What follows belongs to an exercise in optimizing a design on an open flow for small area, a short achievable clock period and few clock cycles per item; a production flow would make more cautious choices. In this exercise RTL edits were held to simulation tests only and were not proved equivalent to the original.

==> wip/yarrow: inputs <==
Design sv_force_lane, start of the top module:
module sv_force_lane (
    input  wire        clk,
    input  wire        rst,           
    input  wire        start,         
    input  wire        first,         
    output reg         ready,
    output reg         done,
    input  wire        vel_valid,
    input  wire [19:0] v_cmd,
    input  wire [19:0] v_act,
    input  wire [19:0] aff,
    input  wire [19:0] inj_f,
    input  wire [19:0] k_m,
    input  wire        obs_en,
    input  wire [3:0]  bq_en,
    input  wire [3:0]  ash,
    input  wire [19:0] flim_pos,
    input  wire [19:0] flim_neg,
    input  wire [19:0] kvp_m,
    input  wire [4:0]  kvp_sh,
    input  wire [19:0] kvi_m,
    input  wire [4:0]  kvi_sh,
    input  wire [19:0] kaw_m,
    input  wire [4:0]  kaw_sh,
    input  wire [19:0] km_m,
    input  wire [4:0]  km_sh,
    input  wire [19:0] kob_m,
    input  wire [4:0]  kob_sh,
    input  wire [19:0] koc_m,
    input  wire [4:0]  koc_sh,
    input  wire [19:0] kaf_m,
    input  wire [4:0]  kaf_sh,
    input  wire [19:0] foff,
    input  wire [79:0] bq_b0,
    input  wire [79:0] bq_b1,
    input  wire [79:0] bq_b2,
    input  wire [79:0] bq_a1,
    input  wire [79:0] bq_a2,
    output reg  [19:0] f_out,
    output reg  [19:0] f_sum,
    output reg  [19:0] u_out,
    output reg  [19:0] y_bq,
    output reg  [19:0] d_hat,
    output reg  [39:0] i_vel,
    output reg  [11:0] flags          
);
    localparam [3:0] P_R1 = 4'd0, P_I1 = 4'd1, P_I2 = 4'd2, P_D1 = 4'd3, P_D2 = 4'd4,
                     P_U1 = 4'd5, P_BQ = 4'd6, P_F1 = 4'd7, P_F2 = 4'd8, P_F3 = 4'd9,
                     P_F4 = 4'd10, P_END = 4'd11;
    localparam [2:0] B_ACC = 3'd0, B_ZERO = 3'd1, B_IVEL = 3'd2, B_FOUT2 = 3'd3,
                     B_DHAT = 3'd4, B_CLAMPI = 3'd5, B_RS = 3'd6;
    localparam [2:0] W_NONE = 3'd0, W_I = 3'd1, W_D = 3'd2, W_CAP = 3'd3,
                     W_CHAIN = 3'd4, W_FS = 3'd5;
    reg        busy, go;
    reg [3:0]  pc;
    reg [1:0]  bk;
  ...
export LEC_CHECK = 0
export ABC_AREA = 1
export CAP_MARGIN = 20
export CORE_MARGIN = 2
export CORE_UTILIZATION = 40
export CTS_CLUSTER_DIAMETER = 120
export CTS_CLUSTER_SIZE = 20
export PLACE_DENSITY = 0.6
export SLEW_MARGIN = 20
create_clock -name core_clock -period 30.0 [get_ports {clk}]
standard.sh (not shown) runs the stock make flow with config.mk's settings and CLKGATE_MAP_FILE= SYNTH_SCRIPT=/design/flow/synth_recipe.tcl, a recipe that flattens the netlist after the stock synthesis.
==> flow/flow/run.sh <==
#!/bin/bash
# The standard layout flow (standard.sh: standard synthesis, floorplan, placement, CTS,
# routing) with two changes in how the layout is made:
#  - the buffers the flow puts on every input and output port are the smallest plain buffer
#    cell rather than the cell buffer_ports picks by default;
#  - ORFS's repair_timing aims for 22.6 ns of setup slack at the design's 30 ns clock (the
#    constraints are unchanged), so it sizes the logic for a ~7.4 ns cycle.
# make's full output goes to standard_flow.log; each tool's own log is under orfs/logs/.
set -euo pipefail
export BUFFER_PORTS_ARGS="-buffer_cell sky130_fd_sc_hd__buf_1"
export SETUP_SLACK_MARGIN=22.6
bash standard.sh > standard_flow.log 2>&1
==> wip/sierra: changes against wip/yarrow <==
--- a/flow/design.v
+++ b/flow/design.v
@@ -811,13 +811,13 @@
     reg [2:0]  bs;
     reg        first_q, obs_q, vv_q, hold_q, foffnz_q, injnz_q;
     reg [19:0] v_cmd_q, v_act_q;
     reg [3:0]  ash_q;
     reg [19:0] up_q, lo_q;            
     reg        capup_q, caplo_q;      
-    reg [20:0] w;
+    wire [20:0] w = {f_out[19], f_out} - {f_sum[19], f_sum};
     reg [19:0] f_out2, v_act_prev;
     reg        seen_vv;
     reg [3:0]  en1, en2;              
     reg [19:0] s1_1, s1_2, s1_3;
     reg [19:0] s2_0, s2_1, s2_2, s2_3, s2_4;
     reg [19:0] op_a;
@@ -850,21 +850,34 @@
     wire obs_in  = obs_en && vel_valid && seen_vv && !first;
     wire vnz_in  = (v_act != 20'd0);
     wire [19:0] S1 [0:4];
     wire [19:0] S2 [0:4];
     assign S1[0] = u_out; assign S1[1] = s1_1; assign S1[2] = s1_2; assign S1[3] = s1_3; assign S1[4] = y_bq;
     assign S2[0] = s2_0;  assign S2[1] = s2_1; assign S2[2] = s2_2; assign S2[3] = s2_3; assign S2[4] = s2_4;
-    wire [19:0] b0_k = bq_b0[bk*20 +: 20];
-    wire [19:0] b1_k = bq_b1[bk*20 +: 20];
-    wire [19:0] b2_k = bq_b2[bk*20 +: 20];
-    wire [19:0] a1_k = bq_a1[bk*20 +: 20];
-    wire [19:0] a2_k = bq_a2[bk*20 +: 20];
-    wire [19:0] x1_k = en1[bk] ? S1[bk]        : 20'd0;
-    wire [19:0] x2_k = en2[bk] ? S2[bk]        : 20'd0;
-    wire [19:0] y1_k = en1[bk] ? S1[bk + 3'd1] : 20'd0;
-    wire [19:0] y2_k = en2[bk] ? S2[bk + 3'd1] : 20'd0;
+    wire        in_bq = busy && (pc == P_BQ);
+    wire [3:0]  bkh   = 4'd1 << bk;
+    wire [4:0]  bsh   = 5'd1 << bs;
+    reg  [19:0] coef_k, st_k;
+    integer q;
+    always @* begin
+        coef_k = 20'd0;
+        st_k   = 20'd0;
+        for (q = 0; q < 4; q = q + 1) begin
+            coef_k = coef_k | ({20{bkh[q] & bsh[0]}} & bq_b1[q*20 +: 20])
+                            | ({20{bkh[q] & bsh[1]}} & bq_b2[q*20 +: 20])
+                            | ({20{bkh[q] & bsh[2]}} & bq_b0[q*20 +: 20])
+                            | ({20{bkh[q] & bsh[3]}} & bq_a1[q*20 +: 20])
+                            | ({20{bkh[q] & bsh[4]}} & bq_a2[q*20 +: 20]);
+        end
+        for (q = 0; q < 5; q = q + 1) begin
+            st_k = st_k | ({20{(q < 4 && bkh[q & 3] && bsh[0] && en1[q & 3]) ||
+                               (q > 0 && bkh[(q - 1) & 3] && bsh[3] && en1[(q - 1) & 3])}} & S1[q])
+                        | ({20{(q < 4 && bkh[q & 3] && bsh[1] && en2[q & 3]) ||
+                               (q > 0 && bkh[(q - 1) & 3] && bsh[4] && en2[(q - 1) & 3])}} & S2[q]);
+        end
+    end
     function [2:0] nxt_bq(input [2:0] k, input [3:0] en);
         begin
             if      (k <= 3'd0 && en[0]) nxt_bq = 3'd0;
             else if (k <= 3'd1 && en[1]) nxt_bq = 3'd1;
             else if (k <= 3'd2 && en[2]) nxt_bq = 3'd2;
             else if (k <= 3'd3 && en[3]) nxt_bq = 3'd3;
@@ -921,25 +934,22 @@
                     nb = nxt_bq(3'd0, bq_en);
                     if (nb[2]) pc_n = P_F1;
                     else begin pc_n = P_BQ; bk_n = nb[1:0]; bs_n = 3'd0; end
                 end
                 P_BQ: begin   
                     f_v = 1'b1; f_sh = 5'd1; bs_n = bs + 3'd1;
-                    case (bs)
-                        3'd0: begin f_a = b1_k; f_b = {x1_k[19], x1_k}; f_base = B_ZERO; end
-                        3'd1: begin f_a = b2_k; f_b = {x2_k[19], x2_k}; end
-                        3'd2: begin f_a = b0_k; f_b = {rs_q[19], rs_q}; end
-                        3'd3: begin f_a = a1_k; f_b = {y1_k[19], y1_k}; f_neg = 1'b1; end
-                        default: begin
-                            f_a = a2_k; f_b = {y2_k[19], y2_k}; f_neg = 1'b1;
-                            f_wb = W_CHAIN; f_lo = {1'b0, bk} + 3'd1;
-                            nb = nxt_bq({1'b0, bk} + 3'd1, bq_en);
-                            if (nb[2]) pc_n = P_F1;
-                            else begin bk_n = nb[1:0]; bs_n = 3'd0; end
-                        end
-                    endcase
+                    f_a = coef_k;
+                    f_b = (bs == 3'd2) ? {rs_q[19], rs_q} : {st_k[19], st_k};
+                    f_neg = bs[1] & bs[0] | bs[2];
+                    if (bs == 3'd0) f_base = B_ZERO;
+                    if (bs == 3'd4) begin
+                        f_wb = W_CHAIN; f_lo = {1'b0, bk} + 3'd1;
+                        nb = nxt_bq({1'b0, bk} + 3'd1, bq_en);
+                        if (nb[2]) pc_n = P_F1;
+                        else begin bk_n = nb[1:0]; bs_n = 3'd0; end
+                    end
                 end
                 P_F1: begin   
                     f_v = 1'b1; f_a = kaf_m; f_b = {aff[19], aff}; f_sh = kaf_sh;
                     f_base = B_RS; pc_n = after_f1;
                     if (after_f1 == P_END) f_wb = W_FS;
                 end
@@ -984,13 +994,12 @@
     wire a_clr  = (a_base != B_ACC);
     wire signed [21:0] fs       = $signed({{2{rs_q[19]}}, rs_q});
     wire signed [21:0] d_hi     = $signed({2'b00, up_q}) - fs;       
     wire signed [21:0] d_lo     = -$signed({2'b00, lo_q}) - fs;      
     wire               clamp_hi = d_hi[21];
     wire               clamp_lo = !clamp_hi && !d_lo[21] && (d_lo != 22'd0);
-    wire        [20:0] w_new    = clamp_hi ? d_hi[20:0] : clamp_lo ? d_lo[20:0] : 21'd0;
     wire        [19:0] f_lim    = clamp_hi ? up_q : clamp_lo ? (20'd0 - lo_q) : rs_q;
     wire [2:0] upd_hi = nxt_bq(w_lo, bq_en);
     always @(posedge clk) begin
         first_q  <= first;
         obs_q    <= obs_in;
         vv_q     <= vel_valid;
@@ -1054,13 +1063,12 @@
                 if (w_lo <= 3'd4 && upd_hi >= 3'd4) begin s2_4 <= y_bq;  y_bq  <= rs_q; end
             end
             W_FS: begin
                 f_sum      <= rs_q;
                 f_out2     <= f_out;
                 f_out      <= f_lim;
-                w          <= w_new;
                 flags[0]   <= sovf;
                 flags[10]  <= (i_vel == 40'h7F_FFFF_FFFF) || (i_vel == 40'h80_0000_0000);
                 flags[9]   <= clamp_hi || clamp_lo;
                 flags[8]   <= (clamp_hi && capup_q) || (clamp_lo && caplo_q);
                 flags[7]   <= hold_q;
                 v_act_prev <= v_act_q;
@@ -1071,15 +1079,15 @@
             default: ;
         endcase
         if (go) begin
             flags <= 12'd0;
             if (first_q) begin
                 i_vel      <= 40'd0;
-                w          <= 21'd0;
                 d_hat      <= 20'd0;
                 f_out      <= 20'd0;
+                f_sum      <= 20'd0;
                 f_out2     <= 20'd0;
                 v_act_prev <= 20'd0;
                 seen_vv    <= 1'b0;
                 en1        <= 4'd0;
                 en2        <= 4'd0;
             end
@@ -1103,15 +1111,15 @@
             go         <= 1'b0;
             done       <= 1'b0;
             m_v        <= 1'b0;
             a_wb       <= W_NONE;
             w_wb       <= W_NONE;
             i_vel      <= 40'd0;
-            w          <= 21'd0;
             d_hat      <= 20'd0;
             f_out      <= 20'd0;
+            f_sum      <= 20'd0;
             f_out2     <= 20'd0;
             v_act_prev <= 20'd0;
             seen_vv    <= 1'b0;
             en1        <= 4'd0;
             en2        <= 4'd0;
         end
==> wip/cedar: changes against wip/yarrow <==
--- a/flow/design.v
+++ b/flow/design.v
@@ -811,13 +811,14 @@
     reg [2:0]  bs;
     reg        first_q, obs_q, vv_q, hold_q, foffnz_q, injnz_q;
     reg [19:0] v_cmd_q, v_act_q;
     reg [3:0]  ash_q;
     reg [19:0] up_q, lo_q;            
     reg        capup_q, caplo_q;      
-    reg [20:0] w;
+    wire [20:0] w = {f_out[19], f_out} - {f_sum[19], f_sum};
+    wire        w_nz = (f_out != f_sum);
     reg [19:0] f_out2, v_act_prev;
     reg        seen_vv;
     reg [3:0]  en1, en2;              
     reg [19:0] s1_1, s1_2, s1_3;
     reg [19:0] s2_0, s2_1, s2_2, s2_3, s2_4;
     reg [19:0] op_a;
@@ -834,37 +835,56 @@
     wire        rs_sat;
     svl_round_sat u_rs (.acc(acc), .ovf(sovf), .dir(sdir), .q(rs_q), .sat(rs_sat));
     wire        i_hi   = sovf ? !sdir : !acc[47] && (acc[46:39] != 8'd0);
     wire        i_lo   = sovf ?  sdir :  acc[47] && (acc[46:39] != 8'hFF);
     wire [39:0] i_clmp = i_hi ? 40'h7F_FFFF_FFFF : i_lo ? 40'h80_0000_0000 : acc[39:0];
     wire signed [20:0] ev_diff = $signed({v_cmd_q[19], v_cmd_q}) - $signed({v_act_q[19], v_act_q});
-    wire               ev_hi   = ev_diff > 21'sd524287;
-    wire               ev_lo   = ev_diff < -21'sd524288;
+    wire               ev_hi   = !ev_diff[20] &&  ev_diff[19];
+    wire               ev_lo   =  ev_diff[20] && !ev_diff[19];
     wire        [19:0] ev_q    = !vv_q ? 20'd0 : ev_hi ? 20'h7FFFF : ev_lo ? 20'h80000 : ev_diff[19:0];
     wire               evsat_q = vv_q && (ev_hi || ev_lo);
     wire               vneg_q  = v_act_q[19];
     wire               vnz_q   = (v_act_q != 20'd0);
     wire signed [20:0] dv_q    = $signed({v_act_q[19], v_act_q}) - $signed({v_act_prev[19], v_act_prev});
-    wire signed [35:0] dv_sh   = $signed({{15{dv_q[20]}}, dv_q}) <<< ash_q;
-    wire        [19:0] a_est   = (dv_sh > 36'sd524287)  ? 20'h7FFFF :
-                                 (dv_sh < -36'sd524288) ? 20'h80000 : dv_sh[19:0];
+    wire        [19:0] dv_eq   = dv_q[19:0] ~^ {20{dv_q[20]}};
+    reg         [19:0] dv_run;                   
+    integer            r;
+    always @* begin
+        dv_run[19] = dv_eq[19];
+        for (r = 18; r >= 0; r = r - 1) dv_run[r] = dv_run[r + 1] & dv_eq[r];
+    end
+    wire               a_fit   = (ash_q <= 4'd15) && dv_run[5'd19 - {1'b0, ash_q}];
+    wire        [19:0] dv_shl  = dv_q[19:0] << ash_q;
+    wire        [19:0] a_est   = a_fit ? dv_shl : dv_q[20] ? 20'h80000 : 20'h7FFFF;
     wire obs_in  = obs_en && vel_valid && seen_vv && !first;
     wire vnz_in  = (v_act != 20'd0);
     wire [19:0] S1 [0:4];
     wire [19:0] S2 [0:4];
     assign S1[0] = u_out; assign S1[1] = s1_1; assign S1[2] = s1_2; assign S1[3] = s1_3; assign S1[4] = y_bq;
     assign S2[0] = s2_0;  assign S2[1] = s2_1; assign S2[2] = s2_2; assign S2[3] = s2_3; assign S2[4] = s2_4;
-    wire [19:0] b0_k = bq_b0[bk*20 +: 20];
-    wire [19:0] b1_k = bq_b1[bk*20 +: 20];
-    wire [19:0] b2_k = bq_b2[bk*20 +: 20];
-    wire [19:0] a1_k = bq_a1[bk*20 +: 20];
-    wire [19:0] a2_k = bq_a2[bk*20 +: 20];
-    wire [19:0] x1_k = en1[bk] ? S1[bk]        : 20'd0;
-    wire [19:0] x2_k = en2[bk] ? S2[bk]        : 20'd0;
-    wire [19:0] y1_k = en1[bk] ? S1[bk + 3'd1] : 20'd0;
-    wire [19:0] y2_k = en2[bk] ? S2[bk + 3'd1] : 20'd0;
+    wire [3:0]  bkh   = 4'd1 << bk;
+    wire [4:0]  bsh   = 5'd1 << bs;
+    reg  [19:0] coef_k, st_k;
+    integer q;
+    always @* begin
+        coef_k = 20'd0;
+        st_k   = 20'd0;
+        for (q = 0; q < 4; q = q + 1) begin
+            coef_k = coef_k | ({20{bkh[q] & bsh[0]}} & bq_b1[q*20 +: 20])
+                            | ({20{bkh[q] & bsh[1]}} & bq_b2[q*20 +: 20])
+                            | ({20{bkh[q] & bsh[2]}} & bq_b0[q*20 +: 20])
+                            | ({20{bkh[q] & bsh[3]}} & bq_a1[q*20 +: 20])
+                            | ({20{bkh[q] & bsh[4]}} & bq_a2[q*20 +: 20]);
+        end
+        for (q = 0; q < 5; q = q + 1) begin
+            st_k = st_k | ({20{(q < 4 && bkh[q & 3] && bsh[0] && en1[q & 3]) ||
+                               (q > 0 && bkh[(q - 1) & 3] && bsh[3] && en1[(q - 1) & 3])}} & S1[q])
+                        | ({20{(q < 4 && bkh[q & 3] && bsh[1] && en2[q & 3]) ||
+                               (q > 0 && bkh[(q - 1) & 3] && bsh[4] && en2[(q - 1) & 3])}} & S2[q]);
+        end
+    end
     function [2:0] nxt_bq(input [2:0] k, input [3:0] en);
         begin
             if      (k <= 3'd0 && en[0]) nxt_bq = 3'd0;
             else if (k <= 3'd1 && en[1]) nxt_bq = 3'd1;
             else if (k <= 3'd2 && en[2]) nxt_bq = 3'd2;
             else if (k <= 3'd3 && en[3]) nxt_bq = 3'd3;
@@ -897,13 +917,15 @@
                 P_R1: begin   
                     f_v = 1'b1; f_a = km_m; f_b = {a_est[19], a_est}; f_sh = km_sh;
                     f_neg = 1'b1; f_base = B_FOUT2; pc_n = P_I1;
                 end
                 P_I1: begin   
                     f_v = 1'b1; f_a = kvi_m; f_b = {ev_q[19], ev_q}; f_sh = kvi_sh;
-                    f_base = B_IVEL; pc_n = P_I2;
+                    f_base = B_IVEL;
+                    if (obs_q || w_nz) pc_n = P_I2;
+                    else begin f_wb = W_I; pc_n = P_U1; end
                 end
                 P_I2: begin   
                     f_v = 1'b1; f_a = kaw_m; f_b = w; f_sh = kaw_sh;
                     f_wb = W_I; pc_n = obs_q ? P_D1 : P_U1;
                 end
                 P_D1: begin   
@@ -921,25 +943,22 @@
                     nb = nxt_bq(3'd0, bq_en);
                     if (nb[2]) pc_n = P_F1;
                     else begin pc_n = P_BQ; bk_n = nb[1:0]; bs_n = 3'd0; end
                 end
                 P_BQ: begin   
                     f_v = 1'b1; f_sh = 5'd1; bs_n = bs + 3'd1;
-                    case (bs)
-                        3'd0: begin f_a = b1_k; f_b = {x1_k[19], x1_k}; f_base = B_ZERO; end
-                        3'd1: begin f_a = b2_k; f_b = {x2_k[19], x2_k}; end
-                        3'd2: begin f_a = b0_k; f_b = {rs_q[19], rs_q}; end
-                        3'd3: begin f_a = a1_k; f_b = {y1_k[19], y1_k}; f_neg = 1'b1; end
-                        default: begin
-                            f_a = a2_k; f_b = {y2_k[19], y2_k}; f_neg = 1'b1;
-                            f_wb = W_CHAIN; f_lo = {1'b0, bk} + 3'd1;
-                            nb = nxt_bq({1'b0, bk} + 3'd1, bq_en);
-                            if (nb[2]) pc_n = P_F1;
-                            else begin bk_n = nb[1:0]; bs_n = 3'd0; end
-                        end
-                    endcase
+                    f_a = coef_k;
+                    f_b = (bs == 3'd2) ? {rs_q[19], rs_q} : {st_k[19], st_k};
+                    f_neg = bs[1] & bs[0] | bs[2];
+                    if (bs == 3'd0) f_base = B_ZERO;
+                    if (bs == 3'd4) begin
+                        f_wb = W_CHAIN; f_lo = {1'b0, bk} + 3'd1;
+                        nb = nxt_bq({1'b0, bk} + 3'd1, bq_en);
+                        if (nb[2]) pc_n = P_F1;
+                        else begin bk_n = nb[1:0]; bs_n = 3'd0; end
+                    end
                 end
                 P_F1: begin   
                     f_v = 1'b1; f_a = kaf_m; f_b = {aff[19], aff}; f_sh = kaf_sh;
                     f_base = B_RS; pc_n = after_f1;
                     if (after_f1 == P_END) f_wb = W_FS;
                 end
@@ -984,13 +1003,12 @@
     wire a_clr  = (a_base != B_ACC);
     wire signed [21:0] fs       = $signed({{2{rs_q[19]}}, rs_q});
     wire signed [21:0] d_hi     = $signed({2'b00, up_q}) - fs;       
     wire signed [21:0] d_lo     = -$signed({2'b00, lo_q}) - fs;      
     wire               clamp_hi = d_hi[21];
     wire               clamp_lo = !clamp_hi && !d_lo[21] && (d_lo != 22'd0);
-    wire        [20:0] w_new    = clamp_hi ? d_hi[20:0] : clamp_lo ? d_lo[20:0] : 21'd0;
     wire        [19:0] f_lim    = clamp_hi ? up_q : clamp_lo ? (20'd0 - lo_q) : rs_q;
     wire [2:0] upd_hi = nxt_bq(w_lo, bq_en);
     always @(posedge clk) begin
         first_q  <= first;
         obs_q    <= obs_in;
         vv_q     <= vel_valid;
@@ -1054,13 +1072,12 @@
                 if (w_lo <= 3'd4 && upd_hi >= 3'd4) begin s2_4 <= y_bq;  y_bq  <= rs_q; end
             end
             W_FS: begin
                 f_sum      <= rs_q;
                 f_out2     <= f_out;
                 f_out      <= f_lim;
-                w          <= w_new;
                 flags[0]   <= sovf;
                 flags[10]  <= (i_vel == 40'h7F_FFFF_FFFF) || (i_vel == 40'h80_0000_0000);
                 flags[9]   <= clamp_hi || clamp_lo;
                 flags[8]   <= (clamp_hi && capup_q) || (clamp_lo && caplo_q);
                 flags[7]   <= hold_q;
                 v_act_prev <= v_act_q;
@@ -1071,15 +1088,15 @@
             default: ;
         endcase
         if (go) begin
             flags <= 12'd0;
             if (first_q) begin
                 i_vel      <= 40'd0;
-                w          <= 21'd0;
                 d_hat      <= 20'd0;
                 f_out      <= 20'd0;
+                f_sum      <= 20'd0;
                 f_out2     <= 20'd0;
                 v_act_prev <= 20'd0;
                 seen_vv    <= 1'b0;
                 en1        <= 4'd0;
                 en2        <= 4'd0;
             end
@@ -1103,15 +1120,15 @@
             go         <= 1'b0;
             done       <= 1'b0;
             m_v        <= 1'b0;
             a_wb       <= W_NONE;
             w_wb       <= W_NONE;
             i_vel      <= 40'd0;
-            w          <= 21'd0;
             d_hat      <= 20'd0;
             f_out      <= 20'd0;
+            f_sum      <= 20'd0;
             f_out2     <= 20'd0;
             v_act_prev <= 20'd0;
             seen_vv    <= 1'b0;
             en1        <= 4'd0;
             en2        <= 4'd0;
         end
==> comparison table <==
Status: wip/sierra finished clean; wip/yarrow finished clean; wip/cedar finished clean
Met3 Track Usage GR: wip/sierra 11.8%; wip/yarrow 12.1%; wip/cedar 9.74%
Start point of the worst hold path: wip/sierra m_lo[1]; wip/yarrow a_lo[1]; wip/cedar m_neg
Well tap count: wip/sierra 1,662; wip/yarrow 1,768; wip/cedar 1,662
Achievable Freq: wip/sierra 134 MHz; wip/yarrow 134 MHz; wip/cedar 128 MHz
Tcrit/Tclk final: wip/sierra 24.9%; wip/yarrow 24.9%; wip/cedar 26.0%
Proportion of layout cells with a drive suffix above 1: wip/sierra 5.73%; wip/yarrow 5.46%; wip/cedar 5.53%
Final HPWL DP: wip/sierra 214,000 µm; wip/yarrow 226,000 µm; wip/cedar 209,000 µm
CTS clk-pin slew, worst paths: wip/sierra 0.08 ns; wip/yarrow 0.09 ns; wip/cedar 0.08 ns
Final period demand of the worst path: wip/sierra 7.47 ns; wip/yarrow 7.48 ns; wip/cedar 7.81 ns
Fill cell instance count of the final layout: wip/sierra 13,100; wip/yarrow 13,900; wip/cedar 13,100
Worst Tran Pin Value: wip/sierra 1.24 ns; wip/yarrow 1.39 ns; wip/cedar 1.38 ns
Cell count after placement: wip/sierra 9,178; wip/yarrow 9,641; wip/cedar 9,155
Number of cells produced by synthesis: wip/sierra 6,856; wip/yarrow 7,291; wip/cedar 6,829
Number of stages on the worst setup path: wip/sierra 8; wip/yarrow 1; wip/cedar 8
First-pass detailed-route iteration total: wip/sierra 9; wip/yarrow 7; wip/cedar 6
Final-layout non-clock buffer area share: wip/sierra 7.63%; wip/yarrow 7.56%; wip/cedar 7.74%
Dpl ws: wip/sierra 21.40 ns; wip/yarrow 21.36 ns; wip/cedar 20.68 ns
Number of antenna violations at the first check in global routing: wip/sierra 45; wip/yarrow 65; wip/cedar 45
Number of clock buffers inserted by TritonCTS: wip/sierra 40; wip/yarrow 43; wip/cedar 40
Testbench counts of wip/yarrow, summed over its fixed seeds: cycles 180,127, items 8,000.
Testbench counts of wip/sierra, summed over its fixed seeds: cycles 180,127, items 8,000.
Testbench counts of wip/cedar, summed over its fixed seeds: cycles 177,286, items 8,000.

-- what the ideal ports hide --
Ports are ideal in the flow. The routed layouts listed here were re-timed in OpenROAD. Step 1 sets driving cells, clkbuf_16 on the clock port and buf_2 on the other inputs (assumed; they add their load-dependent delay and slew). Step 2 times the ports against the registers' clock, not the clock port: input delays grow and output delays shrink by t, the midpoint of the rising clock arrivals with the driver on. a / b / c = no drivers / after step 1 / after step 2; a / b = the first two.
run	t (ns)	slack for setup (ns)	hold WS [ns]	latest minus earliest clock arrival (ns)	worst data-port slew with drivers (ns)
wip/yarrow	0.768	22.523 / 22.432 / 21.818	0.332 / 0.332 / 0.332	0.080 / 0.080	0.29
wip/sierra	0.727	22.527 / 22.516 / 21.861	0.311 / 0.311 / 0.311	0.032 / 0.032	0.21
wip/cedar	0.740	22.186 / 22.237 / 21.497	0.329 / 0.329 / 0.329	0.051 / 0.050	0.26
After both steps setup and hold are still met in every run listed. For wip/yarrow, which loses most, drivers alone change the setup slack by -0.091 ns; drivers and shift together by -0.705 ns.
